This is an optimization exercise on Yosys and OpenROAD, whose aim is small area and a short achievable clock period, not a production implementation. Function was checked by simulation only, so behaviour that the tests miss may differ from the original. Power figures rest on the tool's default switching activity, not on a simulated workload.

==> inputs of job 8295 <==
==> flow/design.v (excerpt) <==
module store_cvt (
    input  wire        clk,
    input  wire        rst,
    input  wire        start,
    input  wire [3:0]  cfg_fmt,             
    input  wire        cfg_acc_int,         
    input  wire [1:0]  cfg_round,           
    input  wire [1:0]  cfg_round_default,   
    input  wire        cfg_e5m2_inf,
    input  wire [4:0]  cfg_shift,           
    input  wire [31:0] cfg_sr_seed,
    input  wire [7:0]  cfg_bough,           
    input  wire [15:0] cfg_opseq,           
    input  wire        in_valid,
    input  wire [31:0] in_data,
    input  wire [7:0]  in_scale,            
    output reg         out_valid,
    output reg  [31:0] out_data,
    output reg         out_nan,
    output reg         out_inf,
    output reg         out_sat,
    output reg         out_flush
);
    localparam [1:0] M_RNE = 2'd1, M_RTZ = 2'd2, M_SR = 2'd3;
    reg [3:0] fmt;
    reg       acc;
    reg [1:0] mode;
    reg       e5inf;
    reg [4:0] shift;
    always @(posedge clk) begin
        if (start) begin
            fmt   <= cfg_fmt;
            acc   <= cfg_acc_int;
            mode  <= (cfg_round == 2'd0) ? cfg_round_default : cfg_round;
            e5inf <= cfg_e5m2_inf;
            shift <= cfg_shift;
        end
    end
    wire is_b    = (fmt == 4'h5) || (fmt == 4'h6) || (fmt == 4'h7);
    wire dst_int = (fmt == 4'h9) || (fmt == 4'hA) || (fmt == 4'hB);
    wire k_fl    = !acc && !fmt[3];              
    wire k_log   = !acc && (fmt == 4'h8);        
    wire k_fi    = !acc && dst_int;              
    wire k_ii    = acc && dst_int;               
    wire k_if    = acc && !dst_int;              
    wire cp32    = !acc && (fmt == 4'h0);        
    wire rtz     = (mode == M_RTZ);
    wire sr_mode = (mode == M_SR);
    reg        iv;
    reg [31:0] id;
    reg [7:0]  isc;
    reg        ph1, ph2;
    always @(posedge clk) begin
  ...
Settings: LEC_CHECK=0, ABC_AREA=1, CAP_MARGIN=20, CORE_MARGIN=2, CORE_UTILIZATION=50, PLACE_DENSITY=0.6, SLEW_MARGIN=20; clock period 30.0 ns.
standard.sh (not shown) runs the stock make flow with config.mk's settings and CLKGATE_MAP_FILE= SYNTH_SCRIPT=/design/flow/synth_recipe.tcl, a recipe that flattens the netlist after the stock synthesis.
==> flow/flow/run.sh <==
#!/bin/bash
set -euo pipefail
export SETUP_SLACK_MARGIN=23.0
export SKIP_GATE_CLONING=1
bash standard.sh > make.log 2>&1
==> inputs of job 1666, as changes to job 8295 <==
==> flow/run.sh (new file) <==
#!/bin/bash
# synth_recipe.tcl (not shown) runs the flow's synth.tcl, then flattens the netlist and writes it again
# the make line also repeats each setting of config.mk as NAME=value (left out here)
make -C /OpenROAD-flow-scripts/flow DESIGN_CONFIG=/design/flow/config.mk WORK_HOME=/design/flow/orfs CLKGATE_MAP_FILE= SYNTH_SCRIPT=/design/flow/synth_recipe.tcl finish
removed: flow/flow/run.sh
removed: flow/standard.sh
==> inputs of job 5414, as changes to job 8295 <==
CAP_MARGIN = 0   (was 20)
CORE_UTILIZATION = 65   (was 50)
PLACE_DENSITY = 0.75   (was 0.6)
SLEW_MARGIN = 0   (was 20)
==> inputs of job 1242, as changes to job 8295 <==
--- a/flow/design.v
+++ b/flow/design.v
@@ -404,30 +404,29 @@
             3'd7:    begin mw = 5'd1;  goff = 11'd1;     emax = 8'd3;   end
             default: begin mw = 5'd23; goff = 11'd0;     emax = 8'd255; end
         endcase
     end
     wire [2:0] lzs = hid ? 3'd0 : fr[22] ? 3'd1 : fr[21] ? 3'd2 : fr[20] ? 3'd3 : 3'd4;
-    wire [10:0] xe   = hid ? {3'b0, ee} : (11'd1 - {8'b0, lzs});
-    wire [10:0] sb   = is_b ? {3'b0, isc} : 11'd0;
-    wire [10:0] e_d  = xe + goff - sb;
+    wire [10:0] g    = {3'b0, ee} + goff - (is_b ? {3'b0, isc} : 11'd0);
+    wire [10:0] e_d  = g - {8'b0, lzs};
     wire        nres = !e_d[10] && (e_d != 11'd0);
     wire        a_big = !e_d[10] && (e_d[9:0] > {2'b0, emax});
     wire        a_atmax = (e_d == {3'b0, emax});
-    wire [10:0] ta_n = 11'd47 - {6'b0, mw} - {8'b0, lzs};
-    wire [10:0] ta_s = 11'd48 - {6'b0, mw} - goff + sb - {3'b0, ee};
+    wire [10:0] ta_n = 11'd23 - {6'b0, mw} - {8'b0, lzs};
+    wire [10:0] ta_s = 11'd24 - {6'b0, mw} - g;
     wire [10:0] ta   = nres ? ta_n : ta_s;
-    reg  [31:0] wa;
+    reg  [22:0] keep;
     always @(*) begin
-        if (!nres)
-            wa = {8'b0, hid, fr};
-        else case (lzs)
-            3'd0:    wa = {1'b0, e_d[7:0], fr};
-            3'd1:    wa = {8'b0, e_d[1:0], fr[21:0]};
-            3'd2:    wa = {9'b0, e_d[1:0], fr[20:0]};
-            default: wa = {10'b0, e_d[1:0], fr[19:0]};
+        case (lzs)
+            3'd0:    keep = 23'h7FFFFF;
+            3'd1:    keep = 23'h3FFFFF;
+            3'd2:    keep = 23'h1FFFFF;
+            default: keep = 23'h0FFFFF;
         endcase
     end
+    wire [31:0] wa = nres ? (({1'b0, e_d[7:0], 23'b0} >> lzs) | {9'b0, fr & keep})
+                          : {8'b0, hid, fr};
     function [15:0] ltab(input [2:0] f);
         case (f)
             3'd0: ltab = 16'h8000;
             3'd1: ltab = 16'h8B96;
             3'd2: ltab = 16'h9838;
@@ -452,63 +451,67 @@
     endfunction
     wire [15:0] q16 = {1'b1, fr[22:8]};
     wire [16:0] q17 = {1'b1, fr[22:7]};
     wire        lo8 = (fr[7:0] != 8'd0);
     wire        lo7 = (fr[6:0] != 7'd0);
-    reg  [2:0]  i_rtz;
-    reg  [3:0]  i_rne;
+    reg  [2:0]  f_lo;
     integer k;
     always @(*) begin
-        i_rtz = 3'd0;
+        f_lo = 3'd0;
         for (k = 1; k < 8; k = k + 1)
             if (q16 >= ltab(k))
-                i_rtz = i_rtz + 3'd1;
-        i_rne = 4'd0;
-        for (k = 0; k < 8; k = k + 1)
-            if ((q17 > lmid(k)) || ((q17 == lmid(k)) && (lo7 || k[0])))
-                i_rne = i_rne + 4'd1;
+                f_lo = k;
     end
+    wire [16:0] mid   = lmid(f_lo);
+    wire        l_gt  = (q17 > mid) || ((q17 == mid) && lo7);
+    wire        l_eq  = (q17 == mid) && !lo7;
     wire [3:0]  lhi   = ee[3:0] + 4'd9;        
-    wire [3:0]  lhr   = lhi + {3'd0, i_rne[3]};
-    wire [6:0]  l_rne = {lhr, i_rne[2:0]};
+    wire [6:0]  l_lo  = {lhi, f_lo};
+    wire        l_up  = l_gt || (l_eq && l_lo[0]);
     reg  [6:0]  lval;
     reg         lsat;
     always @(*) begin
         lsat = 1'b0;
         if (!hid) begin
             lval = 7'd0;
         end else if (ee > 8'd134) begin
             lval = 7'd127;
             lsat = 1'b1;
-        end else if (ee == 8'd134) begin
+        end else if (ee == 8'd134 && f_lo == 3'd7) begin
+            lval = 7'd127;
             lsat = (q16 > 16'hEAC1) || ((q16 == 16'hEAC1) && lo8);
-            if (rtz)
-                lval = {4'hF, i_rtz};
-            else
-                lval = (i_rne[3] || (i_rne[2:0] == 3'd7)) ? 7'd127 : {4'hF, i_rne[2:0]};
         end else if (ee >= 8'd119) begin
             if (rtz)
-                lval = {lhi, i_rtz};
-            else if (ee == 8'd119 && i_rne == 4'd0)
+                lval = l_lo;
+            else if (l_lo == 7'd0)
                 lval = 7'd1;
             else
-                lval = l_rne;
+                lval = l_lo + {6'd0, l_up};
         end else if (ee == 8'd118) begin
             lval = (!rtz && ((q16 > 16'h8B96) || ((q16 == 16'h8B96) && lo8))) ? 7'd1 : 7'd0;
         end else begin
             lval = 7'd0;
         end
     end
-    wire [10:0] tb_ = 11'd174 - {3'b0, ee};
+    wire [10:0] tb_ = 11'd150 - {3'b0, ee};
     reg fi_big;
     always @(*) begin
         case (fmt)
             4'h9:    fi_big = (ee >= 8'd135);
             4'hA:    fi_big = (ee >= 8'd131);
             default: fi_big = (ee >= 8'd159) || ((ee == 8'd158) && !(s && !fr_nz));
         endcase
     end
+    wire [6:0] lzsh = {1'b0, lz} + {2'b0, shift};
+    reg ii_big;
+    always @(*) begin
+        case (fmt)
+            4'h9:    ii_big = (lzsh <= 7'd23);
+            4'hA:    ii_big = (lzsh <= 7'd27);
+            default: ii_big = 1'b0;
+        endcase
+    end
     reg  [31:0]        w1;
     reg  [10:0]        t1w;
     reg                big1, atmax1, inf1, nan1, zin1;
     always @(*) begin
         w1     = 32'd0;
@@ -523,25 +526,26 @@
             t1w    = ta;
             big1   = !cp32 && (f_inf || a_big);
             atmax1 = !cp32 && a_atmax;
         end else if (k_log) begin
             w1     = {2'b0, lval, fr};
-            t1w    = 11'd47;
+            t1w    = 11'd23;
             big1   = f_inf || lsat;
         end else if (k_fi) begin
             w1     = {8'b0, hid, fr};
             t1w    = tb_;
             big1   = f_inf || fi_big;
         end else begin
             w1     = av;
-            t1w    = k_ii ? ((fmt == 4'hB) ? 11'd24 : {6'b0, shift} + 11'd24) : (11'd32 - {5'b0, lz});
+            t1w    = k_ii ? ((fmt == 4'hB) ? 11'd0 : {6'b0, shift}) : (11'd8 - {5'b0, lz});
+            big1   = k_ii && ii_big;
             inf1   = 1'b0;
             nan1   = 1'b0;
             zin1   = (id == 32'd0);
         end
     end
-    wire [6:0] t1 = t1w[10] ? 7'd0 : (t1w > 11'd72) ? 7'd72 : t1w[6:0];
+    wire [6:0] t1 = (!t1w[10] && t1w > 11'd48) ? 7'd48 : (t1w[10] && t1w < 11'h7E8) ? 7'h68 : t1w[6:0];
     reg [31:0]        w2;
     reg [6:0]         t2;
     reg               s2, big2, atmax2, inf2, nan2, zin2;
     always @(posedge clk) begin
         mv     <= !rst && iv;
@@ -552,16 +556,16 @@
         atmax2 <= atmax1;
         inf2   <= inf1;
         nan2   <= nan1;
         zin2   <= zin1;
     end
-    wire [6:0]   tt   = t2;
+    wire [6:0]   tt   = t2 + 7'd24;
     wire [103:0] wide = {w2, 72'b0} >> tt;
     wire [31:0]  n    = wide[79:48];
     wire [15:0]  r16  = wide[47:32];
     wire         stk  = (wide[31:0] != 32'd0);
-    wire [7:0]   e_if = 8'd126 + {1'b0, t2};
+    wire [7:0]   e_if = 8'd150 + {t2[6], t2};
     wire [31:0]  inc_in = (k_if && !zin2) ? {1'b0, e_if, n[22:0]} : n;
     reg up;
     always @(*) begin
         if (k_log)
             up = 1'b0;
@@ -586,11 +590,10 @@
             4'h6:    cf = inc[5];
             default: cf = inc[3];
         endcase
     end
     wire ovf = big2 || (atmax2 && cf);
-    wire ii_big = k_ii && (fmt == 4'h9 ? (n[31:8] != 24'd0) : fmt == 4'hA ? (n[31:4] != 28'd0) : 1'b0);
     wire has_inf = (fmt == 4'h1) || (fmt == 4'h2) || ((fmt == 4'h4) && e5inf);
     wire inf_res = has_inf && (inf2 || !rtz);
     reg [31:0] maxp, infp, nanp;
     always @(*) begin
         case (fmt)
@@ -650,11 +653,11 @@
             c_inf = inf2;
         end else if (nan2) begin
             res   = nanp;
             c_nan = 1'b1;
         end else if (isint) begin
-            if (big2 || ii_big || satk) begin
+            if (big2 || satk) begin
                 res   = maxp;
                 c_sat = 1'b1;
             end else begin
                 c_flush = n2z && !zin2;
             end
==> flow/run.sh (new file) <==
#!/bin/bash
# synth_recipe.tcl (not shown) runs the flow's synth.tcl, then flattens the netlist and writes it again
# the make line also repeats each setting of config.mk as NAME=value (left out here)
make -C /OpenROAD-flow-scripts/flow DESIGN_CONFIG=/design/flow/config.mk WORK_HOME=/design/flow/orfs CLKGATE_MAP_FILE= SYNTH_SCRIPT=/design/flow/synth_recipe.tcl finish
removed: flow/flow/run.sh
removed: flow/standard.sh
==> summary of the runs <==
- Of job 1666 and job 8295, job 8295 has the higher setup slack (gap 1.1 ns).
- The lowest total power belongs to job 5414, the highest to job 1242.
- Between job 8295 and job 1242, the lower final cell count is in job 1242 (gap 2.2%, measured against job 1242).
- Between job 1242 and job 8295, the lower area after synthesis is in job 1242 (gap about 0.7%, measured against job 8295).
- In job 1242 the critical path depth is lower than in job 1666, by 1.
- The highest fmax belongs to job 5414, the lowest to job 1666.
- Of job 8295 and job 1666, job 8295 has the higher non-clock buffer count (gap 10).
==> figures <==
item                                                                       job 8295     job 1666     job 5414     job 1242
Status                                             no timing/DRC/antenna violations  no timing/DRC/antenna violations  no timing/DRC/antenna violations  no timing/DRC/antenna violations
Placed instance area                                                    24,900 um^2  24,800 um^2  24,600 um^2  24,700 um^2
Fraction of met3 tracks used by global routing                                6.83%        6.90%        13.8%        5.48%
Crit. path cell count                                                             7            7            6            6
Top sig layer                                                                  met4         met4         met5         met4
Post-synthesis share of cell area spent on and, or, nand and nor gates        27.3%        27.3%        27.3%        26.0%
Worst endpoint required time                                               30.25 ns     30.26 ns     30.24 ns     30.16 ns
IR Drop Worst-Case VDD                                                  0.0000688 V  0.0000690 V  0.0000779 V  0.0000684 V
Portion of the layout cell area used by clock cells                           2.22%        2.28%        2.09%        2.22%
Adder-Cell Fraction of Synth Area                                             19.0%        19.0%        19.0%        18.7%
Power share of the clock group                                                 9.0%         8.9%         8.5%         7.6%
Worst hold-check slack                                                     0.413 ns     0.408 ns     0.426 ns     0.416 ns
Worst slack, placed                                                        21.81 ns     21.50 ns     21.63 ns     21.73 ns
Compound-Gate Fraction of Synth Area                                          16.2%        16.2%        16.2%        17.1%
Transition time at the pin with the least slew margin                      0.988 ns      1.03 ns      1.01 ns      1.00 ns
Multi-input logic portion of the cell area                                    64.9%        64.7%        65.3%        64.9%

[afterwards: timing with drivers on the ports]
No port has a modelled driver above. Below, the same layouts with a new extraction and two added sets of constraints.
Step 1 (the two cells are an assumption about what drives the block):
set clk [get_ports {clk}]
set_driving_cell -lib_cell sky130_fd_sc_hd__clkbuf_16 $clk
set_driving_cell -lib_cell sky130_fd_sc_hd__buf_2 [delete_from_list [all_inputs] $clk]
Step 2 times the ports against the registers' clock, not the clock port: input delays grow and output delays shrink by t, the midpoint of the rising clock arrivals with the driver on.
a / b / c = ideal / step 1 / step 2; a / b = the first two.
run | t (ns) | setup WS [ns] | worst slew at a driven data input, ns | cell pins on the clock port's net
job 8295 | 0.558 | 23.044 / 22.991 / 22.523 | 0.06 | 1
job 1666 | 0.554 | 21.941 / 21.976 / 21.422 | 0.06 | 1
job 5414 | 0.524 | 23.049 / 23.012 / 22.507 | 0.10 | 1
job 1242 | 0.553 | 22.245 / 22.278 / 21.725 | 0.07 | 1
After both steps setup and hold are still met in every run listed. The setup slack of job 5414, which loses most, moves by -0.037 ns with the drivers and by -0.542 ns with both steps.
